Context: an optimization exercise on an open-source flow, tuned for small area, a short achievable clock period and few clock cycles per item. The choices shown serve that exercise and are no tape-out recipe.
Function was checked by simulation only, so behaviour that the tests miss may differ from the original.

==> flow/design.v (excerpt) <==
module aes_enc (
    input  wire         clk,
    input  wire         rst,         
    input  wire         start,       
    input  wire [1:0]   key_len,     
    input  wire [255:0] key,         
    input  wire [127:0] din,         
    output wire         ready,       
    output reg          done,        
    output wire [127:0] dout
);
clock: 15.0 ns
lec_check: 0
cap_margin: 20
core_margin: 2
core_utilization: 45
place_density: 0.6
slew_margin: 20
synth_hierarchical: 1
standard.sh (not shown) runs the stock make flow with config.mk's settings and CLKGATE_MAP_FILE= SYNTH_SCRIPT=/design/flow/synth_recipe.tcl, a recipe that flattens the netlist after the stock synthesis.
==> flow/flow/run.sh <==
#!/bin/bash
# Layout flow: the standard flow (standard.sh, unchanged synthesis), with
# plain buf_1 cells as the port buffers instead of the flow's default choice,
# a clock tree of clkbuf_8 cells without dummy loads, and timing repair asked
# for a setup margin (the SDC is unchanged).
set -euo pipefail
bash standard.sh "BUFFER_PORTS_ARGS=-buffer_cell sky130_fd_sc_hd__buf_1" "SETUP_SLACK_MARGIN=7.5" \
  "CTS_ARGS=-sink_clustering_enable -repair_clock_nets -dont_use_dummy_load -buf_list sky130_fd_sc_hd__clkbuf_8" \
  finish > make_finish.log 2>&1
Testbench counts at the start, summed over its fixed seeds: cycles 27,736, blocks 2,400.
Then changed:
--- a/flow/flow/run.sh
+++ b/flow/flow/run.sh
@@ -6,3 +6,3 @@
 set -euo pipefail
-bash standard.sh "BUFFER_PORTS_ARGS=-buffer_cell sky130_fd_sc_hd__buf_1" "SETUP_SLACK_MARGIN=7.5" \
+bash standard.sh "BUFFER_PORTS_ARGS=-buffer_cell sky130_fd_sc_hd__buf_1" "SETUP_SLACK_MARGIN=8" \
   "CTS_ARGS=-sink_clustering_enable -repair_clock_nets -dont_use_dummy_load -buf_list sky130_fd_sc_hd__clkbuf_8" \
CORE_UTILIZATION = 55   (was 45)
PLACE_DENSITY = 0.68   (was 0.6)
- The new run finished clean
- worst hold slack degrades by 7.1 ps
- via count goes up by about 0.9%
- register-to-register slack improves by 500 ps
- critical path depth stays the same
- non-clock buffer count goes up by 33
- global-route usage goes up by 5.9 points
- worst setup slack improves by 500 ps
- final cell count goes down by about 3.6%

========
aes_enc again, from the RTL that the note above started with.
Settings: LEC_CHECK=0, CAP_MARGIN=20, CORE_MARGIN=2, CORE_UTILIZATION=45, PLACE_DENSITY=0.6, SLEW_MARGIN=20, SYNTH_HIERARCHICAL=1; clock period 15.0 ns.
==> flow/flow/run.sh <==
#!/bin/bash
# Layout flow: the standard flow (standard.sh, unchanged synthesis), with
# plain buf_1 cells as the port buffers instead of the flow's default choice,
# a clock tree of clkbuf_8 cells without dummy loads, and timing repair asked
# for a setup margin (the SDC is unchanged).
set -euo pipefail
bash standard.sh "BUFFER_PORTS_ARGS=-buffer_cell sky130_fd_sc_hd__buf_1" "SETUP_SLACK_MARGIN=8" \
  "CTS_ARGS=-sink_clustering_enable -repair_clock_nets -dont_use_dummy_load -buf_list sky130_fd_sc_hd__clkbuf_8" \
  finish > make_finish.log 2>&1
The first run completed with no timing, DRC or antenna violations.
Testbench counts at the start, summed over its fixed seeds: cycles 27,736, blocks 2,400.
Rerun with:
--- a/flow/flow/run.sh
+++ b/flow/flow/run.sh
@@ -7 +7 @@
-bash standard.sh "BUFFER_PORTS_ARGS=-buffer_cell sky130_fd_sc_hd__buf_1" "SETUP_SLACK_MARGIN=8" \
+bash standard.sh "BUFFER_PORTS_ARGS=-buffer_cell sky130_fd_sc_hd__buf_1" "SETUP_SLACK_MARGIN=8.5" \
After rerunning: The new run completed without violations; global-route usage climbs by 0.45 points; final area rose by about 8%; register-to-register slack improves by 0.50 ns; area after synthesis does not change; worst hold slack stays flat; fmax goes up by about 8%; worst setup slack improved by 0.50 ns; non-clock buffer count goes up by 125.

========
## alpha
Another version of the RTL of aes_enc (not shown whole).
Size in the first run: roughly 5800 cells after synthesis, ~520 I/O pins, roughly 56000 um^2 of cells after synthesis.
export LEC_CHECK = 0
export CAP_MARGIN = 20
export CORE_MARGIN = 2
export CORE_UTILIZATION = 55
export PLACE_DENSITY = 0.68
export SLEW_MARGIN = 20
export SYNTH_HIERARCHICAL = 1
create_clock -name core_clock -period 15.0 [get_ports {clk}]
==> flow/flow/run.sh <==
#!/bin/bash
# Layout flow: the standard flow (standard.sh, unchanged synthesis), with
# plain buf_1 cells as the port buffers instead of the flow's default choice,
# a clock tree of clkbuf_8 cells without dummy loads, and timing repair asked
# for a setup margin (the SDC is unchanged).
set -euo pipefail
bash standard.sh "BUFFER_PORTS_ARGS=-buffer_cell sky130_fd_sc_hd__buf_1" "SETUP_SLACK_MARGIN=10" \
  "CTS_ARGS=-sink_clustering_enable -repair_clock_nets -dont_use_dummy_load -buf_list sky130_fd_sc_hd__clkbuf_8" \
  finish > make_finish.log 2>&1
alpha was carried through to the last stage, and its layout satisfied the timing, design-rule and antenna checks.
Testbench counts of alpha, summed over its fixed seeds: cycles 28,456, blocks 2,400.
#### Input delta (delta over alpha)
# alpha
export LEC_CHECK = 0
export CAP_MARGIN = 20
export CORE_MARGIN = 2
export CORE_UTILIZATION = 55
export PLACE_DENSITY = 0.68
export SLEW_MARGIN = 20
export SYNTH_HIERARCHICAL = 1
create_clock -name core_clock -period 15.0 [get_ports {clk}]
# delta
export LEC_CHECK = 0
export CAP_MARGIN = 20
export CORE_MARGIN = 2
export CORE_UTILIZATION = 45
export PLACE_DENSITY = 0.6
export SLEW_MARGIN = 20
export SYNTH_HIERARCHICAL = 1
create_clock -name core_clock -period 15.0 [get_ports {clk}]
diff --git a/flow/flow/run.sh b/flow/flow/run.sh
--- a/flow/flow/run.sh
+++ b/flow/flow/run.sh
@@ -5,5 +5,5 @@
 # for a setup margin (the SDC is unchanged).
 set -euo pipefail
-bash standard.sh "BUFFER_PORTS_ARGS=-buffer_cell sky130_fd_sc_hd__buf_1" "SETUP_SLACK_MARGIN=10" \
+bash standard.sh "BUFFER_PORTS_ARGS=-buffer_cell sky130_fd_sc_hd__buf_1" "SETUP_SLACK_MARGIN=10.5" \
   "CTS_ARGS=-sink_clustering_enable -repair_clock_nets -dont_use_dummy_load -buf_list sky130_fd_sc_hd__clkbuf_8" \
   finish > make_finish.log 2>&1
### Flow results
The higher via count of the routed design of delta and alpha is in delta.
Relative to alpha, the worst slack at placement of delta is lower by 0.067 ns.
Post-synthesis to final-layout area growth in delta is 9.8 points higher than in alpha
Max post-route worst setup slack across delta and alpha: delta
Per the comparison of delta with alpha, full die area has increased; share of the clock period used by the worst path down 3.6 points.

==> static timing again, ports no longer ideal <==
The flow's constraints put no driver on any port. The routed layouts listed below were extracted and timed again, unchanged, in two steps.
Step 1 (the two cells are an assumption about what drives the block):
set clk [get_ports {clk}]
set_driving_cell -lib_cell sky130_fd_sc_hd__clkbuf_16 $clk
set_driving_cell -lib_cell sky130_fd_sc_hd__buf_2 [delete_from_list [all_inputs] $clk]
Step 2, shift: input delay + t, output delay - t, t = (earliest + latest rising clock arrival at the registers) / 2. This alone moves slack from input paths to output paths.
a / b / c = no drivers / after step 1 / after step 2; a / b = the first two.
run	t (ns)	setup slack, ns	worst register clock-pin slew, ns	pins driven straight from the clock port
the first run of note 1	0.835	7.651 / 7.651 / 7.651	0.07 / 0.07	1
the second run of note 1	0.805	8.153 / 8.153 / 8.153	0.07 / 0.07	1
the first run of note 2	0.826	8.148 / 8.148 / 8.148	0.07 / 0.07	1
the second run of note 2	0.818	8.645 / 8.645 / 8.645	0.07 / 0.07	1
alpha	0.889	10.031 / 10.031 / 10.031	0.07 / 0.07	1
delta	0.949	10.576 / 10.499 / 10.033	0.07 / 0.07	1
After both steps every run listed still meets setup and hold. For delta, which loses most, drivers alone change the setup slack by -0.077 ns; drivers and shift together by -0.543 ns.
